Background: an optimization exercise with open tools, aiming at small area, a short achievable clock period and few clock cycles per item. Do not read the settings as production practice. The RTL was checked by simulation tests, not by an equivalence proof against the original design.

## flow/design.v (module list and top-level ports; edited modules follow where they fit)
// module cellstep_coef: 269 lines
// module cellstep_div: 72 lines
// module cellstep_div_steps: 29 lines
// module cellstep: 4106 lines
module cellstep (
    input  wire        clk,
    input  wire        rst,
    input  wire        in_valid,
    output wire        in_ready,
    input  wire        rec_valid,
    input  wire        rec_pend,
    input  wire        rec_out,
    input  wire        hold,
    input  wire [31:0] dcur,
    input  wire [31:0] dstep,
    input  wire [31:0] gcur,
    input  wire [31:0] gstep,
    input  wire [15:0] nrem,
    input  wire [15:0] plen,
    input  wire [31:0] td,
    input  wire [31:0] tg,
    input  wire [31:0] x_m1,      
    input  wire [31:0] x_0,       
    input  wire [31:0] x_p1,      
    input  wire [31:0] x_p2,      
    output wire        out_valid,
    input  wire        out_ready,
    output wire        o_valid,
    output wire        o_pend,
    output wire [31:0] o_dcur,
    output wire [31:0] o_dstep,
    output wire [31:0] o_gcur,
    output wire [31:0] o_gstep,
    output wire [15:0] o_nrem,
    output wire [47:0] contrib
);
  // ...
==> flow/flow/run.sh <==
#!/bin/bash
# The standard layout (standard.sh, unchanged synthesis and steps),
# with the port buffers that buffer_ports inserts made plain buf_1 cells
# instead of the delay buffer it picks by default, and timing repair
# aiming a little further below the clock period (SETUP_SLACK_MARGIN).
set -euo pipefail
bash standard.sh "BUFFER_PORTS_ARGS=-buffer_cell sky130_fd_sc_hd__buf_1" SETUP_SLACK_MARGIN=5.6 finish > flow_standard.log 2>&1
==> flow/standard.sh <==
#!/bin/bash
# synth_recipe.tcl (not shown) runs the flow's synth.tcl, then flattens the netlist and writes it again
# the make line also repeats each setting of config.mk as NAME=value (left out here)
make -C /OpenROAD-flow-scripts/flow DESIGN_CONFIG=/design/flow/config.mk WORK_HOME=/design/flow/orfs CLKGATE_MAP_FILE= SYNTH_SCRIPT=/design/flow/synth_recipe.tcl "${@:-finish}"
==> flow/config.mk <==
export PLATFORM = sky130hd
export DESIGN_NAME = cellstep
export DESIGN_NICKNAME = cellstep
export VERILOG_FILES = /design/flow/design.v
export SDC_FILE = /design/flow/constraint.sdc
export NUM_CORES = 4
export LEC_CHECK = 0
export ABC_CLOCK_PERIOD_IN_PS = 4000
export CAP_MARGIN = 20
export CORE_MARGIN = 2
export CORE_UTILIZATION = 40
export CTS_CLUSTER_SIZE = 24
export SETUP_SLACK_MARGIN = 5
export SLEW_MARGIN = 20
export SYNTH_MEMORY_MAX_BITS = 32768
==> flow/constraint.sdc <==
create_clock -name core_clock -period 12.0 [get_ports {clk}]
set_input_delay 2.4000 -clock core_clock [delete_from_list [all_inputs] [get_ports {clk}]]
set_output_delay 2.4000 -clock core_clock [all_outputs]
set_load 0.01 [all_outputs]
==> impl_metrics.yaml, run 1 <==
clock_network:
  clkTransAtPathRegs_ns: 0.06
  cts.sinks: 1312
  clockBufferDepth: 4
  htreeDepth: 4
placed_design:
  dp_slack_ns: 2.44
  place_inst: 17676
detailed_routing:
  wl_per_cell_um: 28.1
  drt_iter0_drc: 14108
  dr_wl_met3_mm: 65.0
floorplanning:
  core_mm2: 0.330
run_status:
  run_status: "timing/DRC/antenna clean"
setup_path:
  cp.arrival_ns: 7.51
  r2r_slack_ns: 5.05
  path_cells: "ha_4, a211oi_2, and3_4, a21oi_4, and4_4, o211ai_4, a21oi_4, or4b_4, a41oi_4, buf_6, xnor2_4, buf_12, buf_12, o22ai_4, xnor2_2, fa_2, fa_1, fa_1, fa_1, inv_2, fa_2, fa_2"
  r2r-start: "t1a1[12]"
  crit_required_ns: 12.56
  reg2regPathDepth: 22
  startpoint: "t1a1[12]"
yosys:
  synth-edff-count: 1271
  synth_common_cells: "edfxtp_1 (1271), fa_1 (1174), inv_1 (1081)"
  synth_top_area_share_pct: 28.8
  synth_area_mm2: 0.133
  synth_mux_area_share_pct: 1.31
  synth_cell_types: 115
final_layout:
  syn2layout_area_growth_pct: 14.7
  design_area_mm2: 0.152
  nNonClkBuffers: 1200
  seq_share_pct: 25.6
  fill_cells: 31023
  multiInputGateArea_mm2: 0.0894
  n_antenna_cell: 13
  num-clock-buffers: 185
  multi_input_area_share_pct: 58.8
  layout.nonclk_buf_share_pct: 5.65
timing:
  tns_ns: 0
  max_freq_ghz: 0.144
  worst_pin_slew_ns: 1.29
job:
  max_cap_viol_count: 0
global_route:
  use_met3_pct: 9.52
  grt_use_met2_pct: 42.9
Testbench counts, summed over its fixed seeds: cycles 6,030, items 4,800.
==> module cellstep_div, before the edit <==
module cellstep_div (
    input  wire        clk,
    input  wire        rst,
    input  wire        start,
    input  wire        consume,
    input  wire [31:0] adiv,      
    input  wire [31:0] gdiv,      
    input  wire [11:0] rdiv,      
    input  wire [11:0] rgdiv,
    input  wire [2:0]  c,         
    input  wire [15:0] n,
    input  wire [17:0] n3,        
    output wire        idle,
    output reg         done,
    output wire [31:0] qd,
    output wire [31:0] qg,
    output wire [15:0] remd,      
    output wire [15:0] remg,
    output wire [15:0] nout
);
    reg        busy;
    reg [2:0]  cnt;
    reg [31:0] ad, ag;
    reg [15:0] rd, rg;
    reg [15:0] nr;
    reg [17:0] n3r;
    wire [31:0] a_d = start ? adiv : ad;
    wire [31:0] a_g = start ? gdiv : ag;
    wire [15:0] r_d = start ? {4'd0, rdiv} : rd;
    wire [15:0] r_g = start ? {4'd0, rgdiv} : rg;
    wire [15:0] nn  = start ? n : nr;
    wire [17:0] nn3 = start ? n3 : n3r;
    wire [31:0] a_d2, a_g2;
    wire [15:0] r_d2, r_g2;
    cellstep_div_steps u_sd (.a(a_d), .r(r_d), .n(nn), .n3(nn3), .a_o(a_d2), .r_o(r_d2));
    cellstep_div_steps u_sg (.a(a_g), .r(r_g), .n(nn), .n3(nn3), .a_o(a_g2), .r_o(r_g2));
    always @(posedge clk) begin
        if (rst) begin
            busy <= 1'b0;
            done <= 1'b0;
        end else if (start) begin
            busy <= 1'b1;
        end else if (busy) begin
            if (cnt == 3'd1) begin
                busy <= 1'b0;
                done <= 1'b1;
            end
        end else if (consume) begin
            done <= 1'b0;
        end
        if (start)
            cnt <= c - 3'd1;
        else if (busy)
            cnt <= cnt - 3'd1;
        if (start || busy) begin
            ad <= a_d2;
            ag <= a_g2;
            rd <= r_d2;
            rg <= r_g2;
        end
        if (start) begin
            nr  <= n;
            n3r <= n3;
        end
    end
    assign idle = ~busy & ~done;
    assign qd = ad;
    assign qg = ag;
    assign remd = rd;
    assign remg = rg;
    assign nout = nr;
endmodule
==> run 2, diff against run 1 <==
--- a/flow/design.v
+++ b/flow/design.v
@@ -269,80 +269,77 @@
 endmodule
 module cellstep_div (
     input  wire        clk,
     input  wire        rst,
     input  wire        start,
     input  wire        consume,
     input  wire [31:0] adiv,      
     input  wire [31:0] gdiv,      
-    input  wire [11:0] rdiv,      
-    input  wire [11:0] rgdiv,
+    input  wire [15:0] rdiv,      
+    input  wire [15:0] rgdiv,
     input  wire [2:0]  c,         
     input  wire [15:0] n,
     input  wire [17:0] n3,        
     output wire        idle,
     output reg         done,
     output wire [31:0] qd,
-    output wire [31:0] qg,
-    output wire [15:0] remd,      
-    output wire [15:0] remg,
-    output wire [15:0] nout
+    output wire [31:0] qg
 );
-    reg        busy;
+    reg        busy, zero;
     reg [2:0]  cnt;
     reg [31:0] ad, ag;
     reg [15:0] rd, rg;
     reg [15:0] nr;
     reg [17:0] n3r;
     wire [31:0] a_d = start ? adiv : ad;
     wire [31:0] a_g = start ? gdiv : ag;
-    wire [15:0] r_d = start ? {4'd0, rdiv} : rd;
-    wire [15:0] r_g = start ? {4'd0, rgdiv} : rg;
+    wire [15:0] r_d = start ? rdiv : rd;
+    wire [15:0] r_g = start ? rgdiv : rg;
     wire [15:0] nn  = start ? n : nr;
     wire [17:0] nn3 = start ? n3 : n3r;
     wire [31:0] a_d2, a_g2;
     wire [15:0] r_d2, r_g2;
     cellstep_div_steps u_sd (.a(a_d), .r(r_d), .n(nn), .n3(nn3), .a_o(a_d2), .r_o(r_d2));
     cellstep_div_steps u_sg (.a(a_g), .r(r_g), .n(nn), .n3(nn3), .a_o(a_g2), .r_o(r_g2));
     always @(posedge clk) begin
         if (rst) begin
             busy <= 1'b0;
             done <= 1'b0;
         end else if (start) begin
-            busy <= 1'b1;
+            busy <= (c > 3'd1);
+            done <= (c <= 3'd1);
         end else if (busy) begin
             if (cnt == 3'd1) begin
                 busy <= 1'b0;
                 done <= 1'b1;
             end
         end else if (consume) begin
             done <= 1'b0;
         end
-        if (start)
-            cnt <= c - 3'd1;
-        else if (busy)
+        if (start) begin
+            cnt  <= c - 3'd1;
+            zero <= (c == 3'd0);
+        end else if (busy) begin
             cnt <= cnt - 3'd1;
+        end
         if (start || busy) begin
             ad <= a_d2;
             ag <= a_g2;
             rd <= r_d2;
             rg <= r_g2;
         end
         if (start) begin
             nr  <= n;
             n3r <= n3;
         end
     end
     assign idle = ~busy & ~done;
-    assign qd = ad;
-    assign qg = ag;
-    assign remd = rd;
-    assign remg = rg;
-    assign nout = nr;
+    assign qd = zero ? 32'd0 : ad;
+    assign qg = zero ? 32'd0 : ag;
 endmodule
 module cellstep_div_steps (
     input  wire [31:0] a,
     input  wire [15:0] r,
     input  wire [15:0] n,
     input  wire [17:0] n3,
     output wire [31:0] a_o,
     output wire [15:0] r_o
@@ -417,28 +414,61 @@
     wire div_start = v0 & pd0 & ~st0 & div_idle;
     wire rdy_a = ~v0 | (ok0 & (~v1 | ~v2 | (ok2 & ~vo)));
     wire rdy_b = v0 & ok0 & v1 & v2 & ok2 & vo;
     assign in_ready  = rdy_a | (rdy_b & out_ready);
     assign out_valid = vo;
     wire [15:0] in_n  = rec_out ? OUT_RAMP : plen;
     wire [17:0] in_n3 = {2'b00, in_n} + {1'b0, in_n, 1'b0};
     wire [32:0] in_dd1 = {1'b0, td} - {1'b0, dcur};
+    wire [31:0] in_dd2 = dcur - td;
     wire        in_dneg = in_dd1[32];
-    wire [31:0] in_dabs = in_dd1[31:0] ^ {32{in_dneg}};
+    wire [31:0] in_dabs = in_dneg ? in_dd2 : in_dd1[31:0];
     wire [32:0] in_gd1 = {tg[31], tg} - {gcur[31], gcur};
+    wire [32:0] in_gd2 = {gcur[31], gcur} - {tg[31], tg};
     wire        in_gneg = in_gd1[32];
-    wire [31:0] in_gabs = in_gd1[31:0] ^ {32{in_gneg}};
-    wire        in_n12 = (in_n[15:12] != 4'd0);
-    wire        in_n8  = (in_n[15:8] != 8'd0);
-    wire [2:0]  in_c   = in_n12 ? 3'd5 : in_n8 ? 3'd6 : 3'd7;
-    wire [31:0] in_da  = in_n12 ? {in_dabs[19:0], 12'd0} : in_n8 ? {in_dabs[23:0], 8'd0} : {in_dabs[27:0], 4'd0};
-    wire [31:0] in_ga  = in_n12 ? {in_gabs[19:0], 12'd0} : in_n8 ? {in_gabs[23:0], 8'd0} : {in_gabs[27:0], 4'd0};
-    wire [11:0] in_dr  = in_n12 ? in_dabs[31:20] : in_n8 ? {4'd0, in_dabs[31:24]} : {8'd0, in_dabs[31:28]};
-    wire [11:0] in_gr  = in_n12 ? in_gabs[31:20] : in_n8 ? {4'd0, in_gabs[31:24]} : {8'd0, in_gabs[31:28]};
+    wire [31:0] in_gabs = in_gneg ? in_gd2[31:0] : in_gd1[31:0];
+    wire [7:0] in_okd, in_okg, in_ok;
+    genvar gk;
+    generate
+        for (gk = 0; gk < 8; gk = gk + 1) begin : g_ok
+            if (4*gk + 16 <= 31) begin : g_hi
+                assign in_okd[gk] = (in_dabs[31:4*gk+16] == 0) && (in_dabs[4*gk+15:4*gk] < in_n);
+                assign in_okg[gk] = (in_gabs[31:4*gk+16] == 0) && (in_gabs[4*gk+15:4*gk] < in_n);
+            end else begin : g_lo
+                assign in_okd[gk] = ({{(4*gk-16){1'b0}}, in_dabs[31:4*gk]} < in_n);
+                assign in_okg[gk] = ({{(4*gk-16){1'b0}}, in_gabs[31:4*gk]} < in_n);
+            end
+        end
+    endgenerate
+    assign in_ok = ((in_okd | {8{rec_out | hold}}) & in_okg) | 8'h80;
+    wire [7:0]  in_sel = in_ok & ~{in_ok[6:0], 1'b0};    
+    reg  [2:0]  in_c;
+    reg  [31:0] in_da, in_ga;
+    reg  [15:0] in_dr, in_gr;
+    reg  [31:0] in_tdr, in_tgr;
+    integer ik;
+    always @(*) begin
+        in_c  = 3'd0;
+        in_tdr = 32'd0;
+        in_tgr = 32'd0;
+        in_da = 32'd0;
+        in_ga = 32'd0;
+        in_dr = {16{in_sel[0]}} & in_dabs[15:0];
+        in_gr = {16{in_sel[0]}} & in_gabs[15:0];
+        for (ik = 1; ik < 8; ik = ik + 1) begin
+            in_c  = in_c  | ({3{in_sel[ik]}} & ik[2:0]);
+            in_da = in_da | ({32{in_sel[ik]}} & (in_dabs << (32 - 4*ik)));
+            in_ga = in_ga | ({32{in_sel[ik]}} & (in_gabs << (32 - 4*ik)));
+            in_tdr = in_dabs >> (4*ik);
+            in_tgr = in_gabs >> (4*ik);
+            in_dr = in_dr | ({16{in_sel[ik]}} & in_tdr[15:0]);
+            in_gr = in_gr | ({16{in_sel[ik]}} & in_tgr[15:0]);
+        end
+    end
     wire        in_k0 = (dcur[31:20] == 12'd0);
     wire [32:0] in_d0 = in_k0 ? 33'd0 : ({x_m1[31], x_m1} - {x_0[31], x_0});
     wire [32:0] in_d2 = {x_p1[31], x_p1} - {x_0[31], x_0};
     wire [32:0] in_d3 = {x_p2[31], x_p2} - {x_0[31], x_0};
     wire signed [17:0] h0, h1, h2, h3;
     cellstep_coef u_coef (.phase(dcur[19:12]), .h0(h0), .h1(h1), .h2(h2), .h3(h3));
     wire [6:0]  in_b0one, in_b0two, in_b0neg, in_b3one, in_b3two, in_b3neg;
     wire [8:0]  in_b2one, in_b2two, in_b2neg;
@@ -464,17 +494,17 @@
             assign in_b2neg[gi] = h2x[2*gi+2];
         end
     endgenerate
     reg        rv0, pend0, out0, hold0;
     reg [31:0] dcur0, dstep0, gcur0, gstep0;
     reg [15:0] nrem0, n0;
     reg [17:0] n3_0;
     reg [31:0] dabs0, gabs0;
-    reg [11:0] dr0, gr0;
+    reg [15:0] dr0, gr0;
     reg [2:0]  c0;
     reg        dneg0, gneg0;
     reg [31:0] x1_1;
     reg [32:0] d01, d21, d31;
     reg [6:0]  b0one1, b0two1, b0neg1, b3one1, b3two1, b3neg1;
     reg [8:0]  b2one1, b2two1, b2neg1;
     always @(posedge clk) begin
         if (rst)
@@ -4418,54 +4448,42 @@
             gcur2   <= gcur1;
             gstep2  <= gstep1;
             onrem2  <= onrem1;
             t2a2    <= t2a;
             t2b2    <= t2b;
         end
     end
     wire [31:0] qd, qg;
-    wire [15:0] rem_d, rem_g, div_n;
     cellstep_div u_div (
         .clk(clk), .rst(rst),
         .start(div_start), .consume(mv2 & pd2),
         .adiv(dabs0), .gdiv(gabs0), .rdiv(dr0), .rgdiv(gr0), .c(c0),
         .n(n0), .n3(n3_0),
-        .idle(div_idle), .done(div_done), .qd(qd), .qg(qg),
-        .remd(rem_d), .remg(rem_g), .nout(div_n));
+        .idle(div_idle), .done(div_done), .qd(qd), .qg(qg));
     wire [63:0] prod2 = t2a2 + t2b2;
-    wire        dfix  = dneg2 & (rem_d == div_n - 16'd1);
-    wire        gfix  = gneg2 & (rem_g == div_n - 16'd1);
-    wire [31:0] dqx   = qd ^ {32{dneg2}};
-    wire [31:0] gqx   = qg ^ {32{gneg2}};
-    wire        dci   = dneg2 & ~dfix;
-    wire        gci   = gneg2 & ~gfix;
-    wire        dadd  = step2 & ~zd2;
-    wire [31:0] ds2   = pd2 ? (zd2 ? 32'd0 : dqx + {31'd0, dci}) : dstep2;
-    wire [31:0] gs2   = pd2 ? gqx + {31'd0, gci} : gstep2;
-    wire [31:0] dadn  = pd2 ? ({32{dadd}} & dqx) : ({32{step2}} & dstep2);
-    wire [31:0] gadn  = pd2 ? ({32{step2}} & gqx) : ({32{step2}} & gstep2);
-    wire        dcin  = pd2 & dadd & dci;
-    wire        gcin  = pd2 & step2 & gci;
+    wire [31:0] qds   = dneg2 ? 32'd0 - qd : qd;
+    wire [31:0] ds2   = pd2 ? (zd2 ? 32'd0 : qds) : dstep2;
+    wire [31:0] gs2   = pd2 ? (gneg2 ? 32'd0 - qg : qg) : gstep2;
     reg        r_valid, r_pend;
     reg [31:0] r_dcur, r_dstep, r_gcur, r_gstep;
     reg [15:0] r_nrem;
     reg [47:0] r_contrib;
     always @(posedge clk) begin
         if (rst)
             vo <= 1'b0;
         else if (ld_out)
             vo <= mv2;
         if (ld_out) begin
             r_valid   <= ovalid2;
             r_pend    <= opend2;
             r_dstep   <= ds2;
             r_gstep   <= gs2;
-            r_dcur    <= dcur2 + dadn + {31'd0, dcin};
-            r_gcur    <= gcur2 + gadn + {31'd0, gcin};
+            r_dcur    <= dcur2 + (step2 ? ds2 : 32'd0);
+            r_gcur    <= gcur2 + (step2 ? gs2 : 32'd0);
             r_nrem    <= onrem2;
             r_contrib <= {{12{prod2[63]}}, prod2[63:28]};
         end
     end
     assign o_valid = r_valid;
     assign o_pend  = r_pend;
     assign o_dcur  = r_dcur;
     assign o_dstep = r_dstep;
==> flow/run.sh (new file) <==
#!/bin/bash
# synth_recipe.tcl (not shown) runs the flow's synth.tcl, then flattens the netlist and writes it again
# the make line also repeats each setting of config.mk as NAME=value (left out here)
make -C /OpenROAD-flow-scripts/flow DESIGN_CONFIG=/design/flow/config.mk WORK_HOME=/design/flow/orfs CLKGATE_MAP_FILE= SYNTH_SCRIPT=/design/flow/synth_recipe.tcl finish
==> flow/config.mk (replaced) <==
export PLATFORM = sky130hd
export DESIGN_NAME = cellstep
export DESIGN_NICKNAME = cellstep
export VERILOG_FILES = /design/flow/design.v
export SDC_FILE = /design/flow/constraint.sdc
export NUM_CORES = 4
export LEC_CHECK = 0
export ABC_CLOCK_PERIOD_IN_PS = 4000
export CAP_MARGIN = 20
export CORE_MARGIN = 2
export CORE_UTILIZATION = 40
export SETUP_SLACK_MARGIN = 5
export SLEW_MARGIN = 20
export SYNTH_MEMORY_MAX_BITS = 32768
removed: flow/flow/run.sh
removed: flow/standard.sh
==> run 2 against run 1 <==
Still clean. Die area rose by 5.3%. Utilization is 2.3 points higher. First-iteration DRC count is 15% higher. Routed wire length rose by 15%. Non-clock buffer count up 340. Setup slack got worse by 0.52 ns. Sequential share of layout area down 2.3 points. Critical path depth increased by 6. Cell area grew 11%. Critical path type unchanged.
==> impl_metrics.yaml, run 2 <==
run_status:
  run_status: "timing/DRC/antenna clean"
floorplanning:
  die_y_um: 595
  die_area_mm2: 0.354
  start_util_pct: 40.1
  rows: 217
  core_mm2: 0.349
  die_width_um: 595
  io_pins: 556
global_route:
  grt_remaining_overflow: 0
  antenna_found_initial: 77
  grt_max_degree: 148
  grt.total_usage_pct: 32.2
  grt_pass1_vias: 119172
  grt_pass1_wl_mm: 844
timing:
  maxSlewViolCount: 0
  period_share_pct: 62.3
  hold_viol: 0
  finalSetupViolCount: 0
  slew_headroom_pct: 16.0
  fin_skew_ns: 0.0755
  worst_slack_ns: 4.53
  worst_pin_slew_ns: 1.26
  fin_crit_ns: 7.47
  tns_ns: 0
  max_freq_ghz: 0.134
  rsz0062_at_grt: "yes"
detailed_routing:
  wl_per_cell_um: 29.9
  postRouteAntennaNets: 0
  dr.pass1.iters: 11
  wirelength_mm: 593
  drc: 0
  vias: 122958
  avgViaCountPerCell: 6.19
  drt_iter0_drc: 16223
final_layout:
  regArea_mm2: 0.0393
  final_cell_mix: "edfxtp_1 (1281), inv_1 (1215), fa_1 (1080)"
  syn2layout_area_growth_pct: 20.7
  fill_cells: 32304
  largest_register_ffs: 64
  reg.largest.list: "t2a2 (64), t2b2 (63)"
  multiInputGateArea_mm2: 0.0982
  final_common_cell: "edfxtp_1"
  drive_gt1_share_pct: 15.2
  fin_nets: 17533
  regMostFlops: "t2a2"
yosys:
  ys_async_sr_fraction_pct: 0
  synth_common_cells: "inv_1 (1287), edfxtp_1 (1281), fa_1 (1174)"
  synth_most_common_cell: "inv_1"
  synth_cell_types: 116
  synth_top_area_cell: "edfxtp_1"
  synth_top_flop_cell: "edfxtp_1"
  syn_inst: 14386
  synth_top_area_share_pct: 27.5
  synth_area_mm2: 0.140
  ys_ff_latch: 1322
  synth-edff-count: 1281
  netlist_top_cells_area: "edfxtp_1 (28%), fa_1 (17%), ha_1 (8.3%)"
  ys_warn_count: 4
  synth_seq_area_share_pct: 28.1
  avgSynthCellArea_um2: 9.72
clock_network:
  postCtsHoldBufs: 0
  clkTransAtPathRegs_ns: 0.06
  insertion_delay_ns: 0.92
  cts_buffers: 162
  htreeDepth: 4
  cts.sinks: 1322
  cts_root_buffer: "clkbuf_16"
  cts_tree: "yes"
  clockBufferDepth: 4
job:
  max_cap_viol_count: 0
setup_path:
  critPathMaxStageDelay_ns: 0.56
  cp.arrival_ns: 8.07
  slowest_stage: "fa_2"
  crit_path_start_kind: "flip-flop"
  critical_path_class: "flip-flop to flip-flop"
  crit_required_ns: 12.59
  crit_path_frequent_cell: "fa_2"
  worstSetupEndpointType: "flip-flop"
  crit_path_max_fanout: 6
placed_design:
  port_buffers: 555
  dp_slack_ns: 1.06
  place_congestion: 1.02
  hpwlAfterDp_mm: 415
min_path:
  hold_class: "flip-flop to flip-flop"
run 2: kinds of logic (layout without fill, tap and decap cells):
kind of cell | Yosys count | in the layout | synth area share, %
AOI/OAI and AO/OA | 3921 | 3924 | 18.8
xor gates and xnor gates | 1725 | 1725 | 10.8
other | 1 | 77 | 0.00268
muxes | 176 | 176 | 1.31
adders and majority gates | 2104 | 2104 | 25.1
buffers and inverters | 2330 | 3131 | 6.38
and+or+nand+nor | 2807 | 2814 | 9.44
DFF | 1322 | 1322 | 28.1
run 2: through the flow:
step	utilization (%)	hold slack (ns)	cells	area, um2
finish	48.4	0.362	19872	169000
global route	48.4	0.369	19853	169000
CTS	47.1	0.336	19621	164000
detailed placement	43.2	0.405	18893	150000
global placement	43.2	0.400	18893	150000
floorplan	-	0.400	14387	140000
run 2: worst paths after layout:
kind         slack (ns)       from         to  cells after the start
min reg2reg        0.36  gcur0[18]  gcur1[18]                      0
min                0.36  gcur0[18]  gcur1[18]                      0
max                4.53    t1a1[6]   t2a2[39]                     28
max reg2reg        4.53    t1a1[6]   t2a2[39]                     28
run 2: what timing repair did:
action                                   CTS  global route
gates cloned                              40            13
resized for setup                       1191           585
pin swaps                                476           349
endpoints found under the hold margin      0             0
endpoints found under the setup margin   215           199
buffers inserted                         396           163
run 2: cell type report:
class / count / share of cell area (%)
Timing Repair inverter: 3 / 0.0141
Clock buffer: 191 / 2.51
Clock inverter: 101 / 0.644
Inverter: 1296 / 2.94
Multi-Input combinational cell: 10745 / 58.2
Sequential cell: 1322 / 23.3
Timing Repair Buffer: 1540 / 8.88
Antenna cell: 75 / 0.111
Tap cell: 4599 / 3.41
run 2: layer usage:
metal  global-route usage, %  vias up  share of wire (%)
met1                    43.3    60756                 40
met2                    46.8     8032                 42
met4                    15.6       28                5.8
met5                       0        -              0.030
li1                        -    52484                  -
met3                    9.79     1658                 13
run 2: worst max-delay path: cells and delay by family, from the launching register on:
kind                     cells  cell delay, ns
XOR/XNOR                     2            0.37
AO/OA/AOI/OAI               10            2.13
flip-flops                   1            0.41
buffers and inverters        7            0.71
AND/OR/NAND/NOR              2            0.27
adder cells (fa/ha/maj)      7            3.25
Testbench counts of run 2, summed over its fixed seeds: cycles 5,778, items 4,800.
==> run 3, diff against run 2 <==
==> flow/flow/run.sh (new file) <==
#!/bin/bash
set -euo pipefail
bash standard.sh SETUP_SLACK_MARGIN=7 finish > flow_standard.log 2>&1
==> flow/standard.sh (new file) <==
#!/bin/bash
# synth_recipe.tcl (not shown) runs the flow's synth.tcl, then flattens the netlist and writes it again
# the make line also repeats each setting of config.mk as NAME=value (left out here)
make -C /OpenROAD-flow-scripts/flow DESIGN_CONFIG=/design/flow/config.mk WORK_HOME=/design/flow/orfs CLKGATE_MAP_FILE= SYNTH_SCRIPT=/design/flow/synth_recipe.tcl "${@:-finish}"
removed: flow/run.sh
==> run 3 against run 2 <==
Final cell count is 2.4% higher. Still clean. Critical path type is now input port to flip-flop. Critical path depth is 3 higher. Critical endpoint is now gr0[7]. Die area stayed put. Global-route usage is 1.2 points higher. Hold slack worse by 0.0059 ns. Cell area is 6.0% higher.
==> impl_metrics.yaml, run 3 <==
timing:
  fin_skew_ns: 0.0808
  period_share_pct: 62.8
  slew_headroom_pct: 27.4
  tns_ns: 0
  maxSlewViolCount: 0
  fin_crit_ns: 7.53
  hold_viol: 0
  rsz0062_at_grt: "yes"
  finalHoldWorstSlack_ns: 0.356
  worst_pin_slew_ns: 1.09
  finalSetupViolCount: 0
  max_freq_ghz: 0.133
setup_path:
  critPathMaxStageDelay_ns: 0.37
  crit_family: "compound AO/OA/AOI/OAI gates"
  critical_path_class: "input port to flip-flop"
  crit_path_max_fanout: 6
  cp.arrival_ns: 8.19
  worstSetupEndpointType: "flip-flop"
  crit_path_start_kind: "input port"
  path_buf_inv: 8
  r2r_slack_ns: 4.56
  slowest_stage: "fa_2"
  crit_required_ns: 12.66
clock_network:
  insertion_delay_ns: 0.93
  cts_tree: "yes"
  postCtsHoldBufs: 0
  cts_buffers: 162
  clockBufferDepth: 4
  cts.sinks: 1322
  clkTransAtPathRegs_ns: 0.06
  htreeDepth: 4
  cts_root_buffer: "clkbuf_16"
final_layout:
  drive_gt1_share_pct: 22.8
  syn2layout_area_growth_pct: 28.0
  fin_util_pct: 51.3
  design_area_mm2: 0.179
  largest_register_ffs: 64
  final_common_cell: "edfxtp_1"
  reg.largest.list: "t2a2 (64), t2b2 (63)"
  regMostFlops: "t2a2"
  fin_nets: 18026
  final_cell_mix: "edfxtp_1 (1281), inv_1 (1152), xor2_1 (1011)"
global_route:
  antenna_found_initial: 85
  grt_pass1_vias: 122859
  grt_remaining_overflow: 0
  grt_max_degree: 138
  grt.total_usage_pct: 33.3
  grt_pass1_wl_mm: 871
yosys:
  ys_ff_latch: 1322
  synth-edff-count: 1281
  synth_top_area_cell: "edfxtp_1"
  synth_common_cells: "inv_1 (1287), edfxtp_1 (1281), fa_1 (1174)"
  synth_top_flop_cell: "edfxtp_1"
  synth_top_area_share_pct: 27.5
  syn_inst: 14386
  synth_cell_types: 116
  netlist_top_cells_area: "edfxtp_1 (28%), fa_1 (17%), ha_1 (8.3%)"
  ys_warn_count: 4
  ys_async_sr_fraction_pct: 0
  synth_most_common_cell: "inv_1"
  synth_seq_area_share_pct: 28.1
  avgSynthCellArea_um2: 9.72
  synth_area_mm2: 0.140
detailed_routing:
  dr.pass1.iters: 9
  drt_iter0_drc: 16704
  postRouteAntennaNets: 0
  drc: 0
  avgViaCountPerCell: 6.23
  vias: 126817
  wl_per_cell_um: 30.3
  wirelength_mm: 616
floorplanning:
  start_util_pct: 40.1
  core_mm2: 0.349
  rows: 217
  die_y_um: 595
  io_pins: 556
  die_width_um: 595
  die_area_mm2: 0.354
min_path:
  hold_class: "flip-flop to flip-flop"
placed_design:
  placed_area_mm2: 0.150
  port_buffers: 555
  hpwlAfterDp_mm: 415
  place_congestion: 1.02
run_status:
  run_status: "timing/DRC/antenna clean"
job:
  max_cap_viol_count: 0
-- run 3: logic make-up (layout without fill, tap and decap cells) --
family / Yosys count / in the layout / share of synthesized area, %
other cells: 1 / 70 / 0.00268
mux: 176 / 176 / 1.31
fa+ha+maj: 2104 / 2104 / 25.1
xor+xnor: 1725 / 1725 / 10.8
flops: 1322 / 1322 / 28.1
buf+inv: 2330 / 3623 / 6.38
compound gates: 3921 / 3924 / 18.8
simple gates: 2807 / 2815 / 9.44
-- run 3: final cells by class --
class	instances	area, um2
sequential	1322	39300
clock inverter	101	1090
inverter	1296	4980
timing repair buffer	2031	21300
clock buffer	191	4230
fill	31213	170000
multi-input combinational	10746	102000
timing repair inverter	4	28.8
antenna	68	170
tap	4599	5750
-- run 3: per-stage QoR --
stage          std cells  worst slack [ns]
6_report           20358              4.47
5_1_grt            20345              4.29
4_1_cts            20002              4.40
3_5_place_dp       18893              1.06
3_3_place_gp       18893              1.18
2_1_floorplan      14387              1.10
-- run 3: path summary, 6_finish.rpt --
path / start / to / cells past startpoint
max reg2reg: t1a1[6] / t2a2[38] / 26
min: gcur0[18] / gcur1[18] / 0
min reg2reg: gcur0[18] / gcur1[18] / 0
max: td[0] / gr0[7] / 31
-- run 3: worst register-to-register path, stage by stage, from the launching register on --
cell and delay (ns):
edfxtp_1 0.42, ha_4 0.30, nand4_1 0.13, a21oi_2 0.16, o22ai_2 0.14, o211ai_1 0.34
a31oi_4 0.15, o211ai_1 0.28, a211o_1 0.25, nand3_2 0.14, o31ai_4 0.31, a211oi_2 0.12
buf_4 0.15, o31ai_4 0.30, xnor2_4 0.13, buf_12 0.17, buf_8 0.14, buf_6 0.13
o22ai_4 0.13, xor2_2 0.20, fa_2 0.50, fa_1 0.59, fa_2 0.46, fa_1 0.53
inv_2 0.04, fa_2 0.53, fa_2 0.42
-- run 3: repair_timing --
action	in CTS	in global routing
cloned	72	13
resized for setup	2213	994
pin swaps	821	723
setup buffers	745	274
endpoints found under the setup margin	1252	460
-- run 3: per-layer routing --
layer	part of all wire, %	wire [um]	GRT usage (%)	up-vias
li1	-	-	-	53460
met1	38	236000	43.9	62409
met2	41	256000	48.4	8830
met3	13	81000	10.6	2072
met4	6.9	42800	18.1	46
met5	0.081	501	0	-

==> separate check: timing with driven ports <==
Ports are ideal in the flow. The routed layouts listed here were re-timed in OpenROAD.
Step 1, drivers: a clkbuf_16 drives clk and a buf_2 each remaining input, both assumed.
Step 2 times the ports against the registers' clock, not the clock port: input delays grow and output delays shrink by t, the midpoint of the rising clock arrivals with the driver on.
Three values: ideal ports, drivers, drivers and shift; two values: the first two.
| run | shift t [ns] | slack for setup (ns) | slew at the worst register clock pin (ns) | cell pins on the clock port's net |
|---|---|---|---|---|
| run 1 | 0.955 | 5.049 / 5.049 / 4.527 | 0.07 / 0.07 | 1 |
| run 2 | 0.994 | 4.526 / 4.518 / 3.524 | 0.07 / 0.07 | 1 |
| run 3 | 0.997 | 4.468 / 4.447 / 3.450 | 0.07 / 0.07 | 1 |
After both steps setup and hold are still met in every run listed. For run 3, which loses most, drivers alone change the setup slack by -0.021 ns; drivers and shift together by -1.018 ns.
